From an optimization exercise on the open Yosys and OpenROAD flow, aimed at small area, a short achievable clock period and few clock cycles per item; shortcuts taken in it are not production practice.
Where RTL was checked, it was by simulation tests only, not by an equivalence proof against the original.
Power is estimated from default activity; no workload was simulated.

==> willow: inputs <==
Design wz_fxu, start of the top module:
module wz_fxu (
    input  wire        clk,
    input  wire        rst,
    input  wire        in_valid,
    output wire        in_ready,
    input  wire [4:0]  in_op,
    input  wire        in_q,       
    input  wire [1:0]  in_t,       
    input  wire [3:0]  in_x,       
    input  wire [63:0] in_a,
    input  wire [63:0] in_b,
    output reg         out_valid,
    output reg  [63:0] out_data,
    output reg         out_ill
);
Settings: LEC_CHECK=0, CAP_MARGIN=70, CORE_MARGIN=2, CORE_UTILIZATION=40, PLACE_DENSITY=0.6, SLEW_MARGIN=70; clock period 17.0 ns.
standard.sh (not shown) runs the stock make flow with config.mk's settings and CLKGATE_MAP_FILE= SYNTH_SCRIPT=/design/flow/synth_recipe.tcl, a recipe that flattens the netlist after the stock synthesis.
==> flow/flow/run.sh <==
#!/bin/bash
set -euo pipefail
bash standard.sh SETUP_SLACK_MARGIN=12 finish > make.log 2>&1
==> quartz: changes against willow <==
--- a/flow/design.v
+++ b/flow/design.v
@@ -20,12 +20,10 @@
                OP_CRD  = 5'h10, OP_CWR  = 5'h11, OP_TSVL = 5'h12, OP_TSVH = 5'h13,
                OP_TRST = 5'h14;
     reg [79:0] till0, till1, till2, till3;
     reg [3:0]  tz;       
     reg [3:0]  cl, sg;   
-    reg [3:0]  rn2;      
-    reg        c_hi, c_lo;   
     reg [1:0]  rm;
     reg        sat;
     reg        sov;
     reg  rdy;
     assign in_ready = rdy;
@@ -92,17 +90,17 @@
     localparam [71:0] KROW = 72'hff_5555_5556_0000_0000;
     reg [71:0] pp [0:16];
     reg [33:0] psel;
     reg [71:0] nrow;
     always @* begin
-        nrow = KROW;
+        nrow = KROW & {72{mul1}};
         for (j = 0; j < 16; j = j + 1) begin
-            psel = ({34{one1[j]}} & {{2{a1[31]}}, a1}) |
-                   ({34{two1[j]}} & {a1[31], a1, 1'b0});
-            psel = psel ^ {34{neg1[j]}};
-            pp[j] = {38'd0, ~psel[33], psel[32:0]} << (2*j);
-            nrow[2*j] = neg1[j];
+            psel = ({34{one1[j] & mul1}} & {{2{a1[31]}}, a1}) |
+                   ({34{two1[j] & mul1}} & {a1[31], a1, 1'b0});
+            psel = psel ^ {34{neg1[j] & mul1}};
+            pp[j] = {38'd0, ~psel[33] & mul1, psel[32:0]} << (2*j);
+            nrow[2*j] = neg1[j] & mul1;
         end
         pp[16] = nrow;
     end
     wire [71:0] l1 [0:11];
     wire [71:0] l2 [0:7];
@@ -213,12 +211,12 @@
         if (d_qneg) begin w_c = ~al_a; w_cin = 1'b1; end
         if (d_qabs) begin w_c = a1[31] ? ~al_a : al_a; w_cin = a1[31]; end
         if (d_qrnd) w_s = al_r;
         if (d_trd)  w_s = rc_trd;
     end
-    wire [80:0] s_next = ({ms, 9'd0} & {81{mul1}}) | w_s;
-    wire [80:0] c_next = ({mc, 9'd0} & {81{mul1}}) | w_c;
+    wire [80:0] s_next = {ms, 9'd0} | w_s;
+    wire [80:0] c_next = {mc, 9'd0} | w_c;
     wire [1:0] rsel_t = d_tmov ? x1[1:0] : t1;
     wire       rd_any = d_tmac | d_tmsu | d_trd | d_tshl | d_tshr | d_tmov | d_tsvl | d_tsvh;
     wire       wr_any = d_tclr | d_tmac | d_tmsu | d_tshl | d_tshr | d_tmov | d_tld | d_trst;
     reg        v2;
     reg [3:0]  sel2, we2;
@@ -278,20 +276,26 @@
         crd2   <= d_crd;
         cwr2   <= d_cwr;
         cwsov2 <= a1[3];
         ill2   <= v1 & ~d_legal;
     end
+    wire [3:0]  rs2 = sel2 & ~tz;
+    wire [3:0]  rn2 = rs2 & ~cl;
+    wire [3:0]  rc2 = rs2 & cl;
+    wire        c_hi = |(rc2 & sg);
+    wire        c_lo = |(rc2 & ~sg);
     wire [79:0] ta = ({80{rn2[0]}} & till0) | ({80{rn2[1]}} & till1) |
                      ({80{rn2[2]}} & till2) | ({80{rn2[3]}} & till3) |
                      {c_hi, {79{c_lo}}};
     wire [80:0] rc_mul = q2 ? ({81{rco2}} & {41'd0, {40{1'b1}}}) | ({81{rch2}} & (81'd1 << 39))
                             : ({81{rco2}} & {25'd0, {56{1'b1}}}) | ({81{rch2}} & (81'd1 << 55));
     wire [80:0] ea = {ta[79], ta} | rc_mul;
     wire [80:0] x_s = ea ^ s2 ^ c2;
     wire [80:0] x_m = (ea & s2) | (ea & c2) | (s2 & c2);
-    wire        inj = trd3_2 & ta[79] & (q2 ? |ta[39:0] : |ta[55:0]);
-    wire [80:0] x_c = {x_m[79:0], cin2};
+    wire        inj40 = trd3_2 & q2 & ta[79] & (|ta[39:0]);
+    wire        inj56 = trd3_2 & ~q2 & ta[79] & (|ta[55:0]);
+    wire [80:0] x_c = {x_m[79:56], x_m[55] | inj56, x_m[54:40], x_m[39] | inj40, x_m[38:0], cin2};
     wire [80:0] sum = x_s + x_c;
     wire        t_ovf = (mac2 & (sum[80] ^ sum[79])) | (ph2_2 & ovf2);
     wire        t_sgn = mac2 ? sum[80] : sgn2;
     wire        t_clamp = t_ovf & sat;
     wire [95:0] sh_x = shl2 ? {ta, 16'd0} : {{17{ta[79]}}, ta[79:1]};
@@ -324,58 +328,48 @@
     assign e_ovf = shl2 & sh_ovf;
     assign e_sgn = ta[79];
     wire [79:0] t_new = ph1_2 ? sh_v : sum[79:0];
     wire        tie_a = q2 ? (ta[39] & ~|ta[38:0]) : (ta[55] & ~|ta[54:0]);
     wire        q_fix = fix2 & (trd2 ? tie_a : tie2);
-    wire [3:0]  e_we  = {4{v2}} & we2;
-    wire [3:0]  tz_n  = rst ? 4'hF : (tz & ~e_we);
-    wire [3:0]  cl_n  = (e_we & {4{t_clamp & ~ph1_2}}) | (~e_we & cl);
-    wire [3:0]  sg_n  = (e_we & {4{t_sgn}}) | (~e_we & sg);
-    wire [3:0]  sel_n = (v2 & ph1_2) ? sel2 : ({4{rd_any}} & (4'd1 << rsel_t));
-    wire [3:0]  rc_n  = sel_n & ~tz_n & cl_n;
     always @(posedge clk) begin
-        tz   <= tz_n;
-        cl   <= cl_n;
-        sg   <= sg_n;
-        rn2  <= sel_n & ~tz_n & ~cl_n;
-        c_hi <= |(rc_n & sg_n);
-        c_lo <= |(rc_n & ~sg_n);
-        if (e_we[0]) till0 <= t_new;
-        if (e_we[1]) till1 <= t_new;
-        if (e_we[2]) till2 <= t_new;
-        if (e_we[3]) till3 <= t_new;
+        if (rst) begin
+            tz <= 4'hF;
+        end else if (v2) begin
+            tz <= tz & ~we2;
+        end
+    end
+    always @(posedge clk) begin
+        if (v2 & we2[0]) begin till0 <= t_new; cl[0] <= t_clamp & ~ph1_2; sg[0] <= t_sgn; end
+        if (v2 & we2[1]) begin till1 <= t_new; cl[1] <= t_clamp & ~ph1_2; sg[1] <= t_sgn; end
+        if (v2 & we2[2]) begin till2 <= t_new; cl[2] <= t_clamp & ~ph1_2; sg[2] <= t_sgn; end
+        if (v2 & we2[3]) begin till3 <= t_new; cl[3] <= t_clamp & ~ph1_2; sg[3] <= t_sgn; end
     end
-    reg        inj3;
     reg        v3, qop3, q3, fix3, sat3, tsvl3, tsvh3, crd3, cwr3, cwsov3, ill3, tcl3;
     reg [1:0]  rm3;
     reg [80:0] f3;
     always @(posedge clk) begin
         if (rst) v3 <= 1'b0;
         else     v3 <= v2 & ~ph1_2;
         f3     <= sum;
         qop3   <= qop2;
         q3     <= q2;
         fix3   <= q_fix;
-        inj3   <= inj;
         sat3   <= sat;
         rm3    <= rm;
         tsvl3  <= tsvl2;
         tsvh3  <= tsvh2;
         crd3   <= crd2;
         cwr3   <= cwr2;
         cwsov3 <= cwsov2;
         ill3   <= ill2;
         tcl3   <= t_clamp & ~ph1_2;
     end
-    wire [40:0] q_v0  = {f3[80:56], q3 ? f3[55:40] : 16'd0};
-    wire [40:0] q_lsb = q3 ? 41'd1 : 41'h10000;
-    wire [40:0] q_v1  = q_v0 + ({41{inj3}} & q_lsb);
-    wire [40:0] q_v   = q_v1 & ~({41{fix3}} & q_lsb);
-    wire [31:0] q_w   = q3 ? q_v[31:0] : {q_v[31:16], 16'd0};
-    wire        q_in  = (q_v[40:31] == 10'd0) | (q_v[40:31] == 10'h3FF);
+    wire [31:0] q_w   = q3 ? {f3[71:41], f3[40] & ~fix3}
+                           : {f3[71:57], f3[56] & ~fix3, 16'd0};
+    wire        q_in  = (f3[80:71] == 10'd0) | (f3[80:71] == 10'h3FF);
     wire        q_clamp = ~q_in & sat3;
-    wire [31:0] q_c   = q_clamp ? {q_v[40], {31{~q_v[40]}}} : q_w;
+    wire [31:0] q_c   = q_clamp ? {f3[80], {31{~f3[80]}}} : q_w;
     wire [63:0] q_out = q3 ? {{32{q_c[31]}}, q_c} : {{48{q_c[31]}}, q_c[31:16]};
     wire [63:0] res = qop3  ? q_out :
                       tsvl3 ? f3[63:0] :
                       tsvh3 ? {48'd0, f3[79:64]} :
                       crd3  ? {60'd0, sov, sat3, rm3} : 64'd0;
==> flow/run.sh (new file) <==
#!/bin/bash
# synth_recipe.tcl (not shown) runs the flow's synth.tcl, then flattens the netlist and writes it again
# the make line also repeats each setting of config.mk as NAME=value (left out here)
make -C /OpenROAD-flow-scripts/flow DESIGN_CONFIG=/design/flow/config.mk WORK_HOME=/design/flow/orfs CLKGATE_MAP_FILE= SYNTH_SCRIPT=/design/flow/synth_recipe.tcl finish
==> flow/config.mk (replaced) <==
export PLATFORM = sky130hd
export DESIGN_NAME = wz_fxu
export DESIGN_NICKNAME = wz_fxu
export VERILOG_FILES = /design/flow/design.v
export SDC_FILE = /design/flow/constraint.sdc
export NUM_CORES = 4
export LEC_CHECK = 0
export ABC_CLOCK_PERIOD_IN_PS = 4000
export CAP_MARGIN = 70
export CORE_MARGIN = 2
export CORE_UTILIZATION = 40
export PLACE_DENSITY = 0.6
export SETUP_SLACK_MARGIN = 5
export SLEW_MARGIN = 70
removed: flow/flow/run.sh
removed: flow/standard.sh
==> metrics.md <==
| Metric | Value |
|---|---|
| Share of cells above drive strength 1 | `12.3%` |
| M2 GR Usage | `48.9%` |
| Slew HR | `66.3%` |
| Status | `complete, no violations` |
| Leak Pwr | `32.4 nW` |
| Metal-1 WL | `110 mm` |
| Maximum vdd drop | `90.5 uV` |
| Crit path depth | `26` |
| DR vias/cell | `6.19` |
| Starting Density | `40.3%` |
| Sequential fraction of the synthesis area | `28.5%` |
| CP Max Fanout | `46` |
the above is filed under quartz

==> metrics.md <==
| Metric | Value |
|---|---|
| Leak Pwr | `34.6 nW` |
| Compound-Gate Fraction of Synth Area | `18.9%` |
| CP Max Fanout | `10` |
| DR vias/cell | `6.19` |
| Crit path depth | `20` |
| Slew HR | `58.4%` |
| Maximum vdd drop | `835 uV` |
| Metal-1 WL | `112 mm` |
| Starting Density | `40.2%` |
| Vias in the first global route | `60800` |
| Syn_area_per_cell | `9.09 um^2` |
| M2 GR Usage | `50.4%` |
| Synth Cell Area | `69800 um^2` |
| Share of cells above drive strength 1 | `19.1%` |
| Status | `complete, no violations` |
the above is filed under willow

Testbench counts of willow, summed over its fixed seeds: cycles 12,139, items 12,000.
The RTL of quartz was laid out without a check of its function.

-- static timing again, ports no longer ideal --
No port has a modelled driver above. Below, the same layouts with a new extraction and two added sets of constraints. Step 1 (the two cells are an assumption about what drives the block):
set clk [get_ports {clk}]
set_driving_cell -lib_cell sky130_fd_sc_hd__clkbuf_16 $clk
set_driving_cell -lib_cell sky130_fd_sc_hd__buf_2 [delete_from_list [all_inputs] $clk]
Step 2 moves the port delays by t, midway between the first and last clock arrival at a register: inputs arrive t later, outputs are due t later. That takes back most of the time a late clock gives input paths. Slacks: ideal / step 1 / step 2; pairs: ideal / step 1.
| run | shift t [ns] | slack for setup (ns) | worst setup path after step 2 |
|---|---|---|---|
| willow | 0.828 | 11.694 / 11.694 / 11.488 | input to register |
| quartz | 0.821 | 9.612 / 9.612 / 9.612 | register to register |
After both steps setup and hold are still met in every run listed. For willow, which loses most, drivers alone change the setup slack by 0.000 ns; drivers and shift together by -0.206 ns.
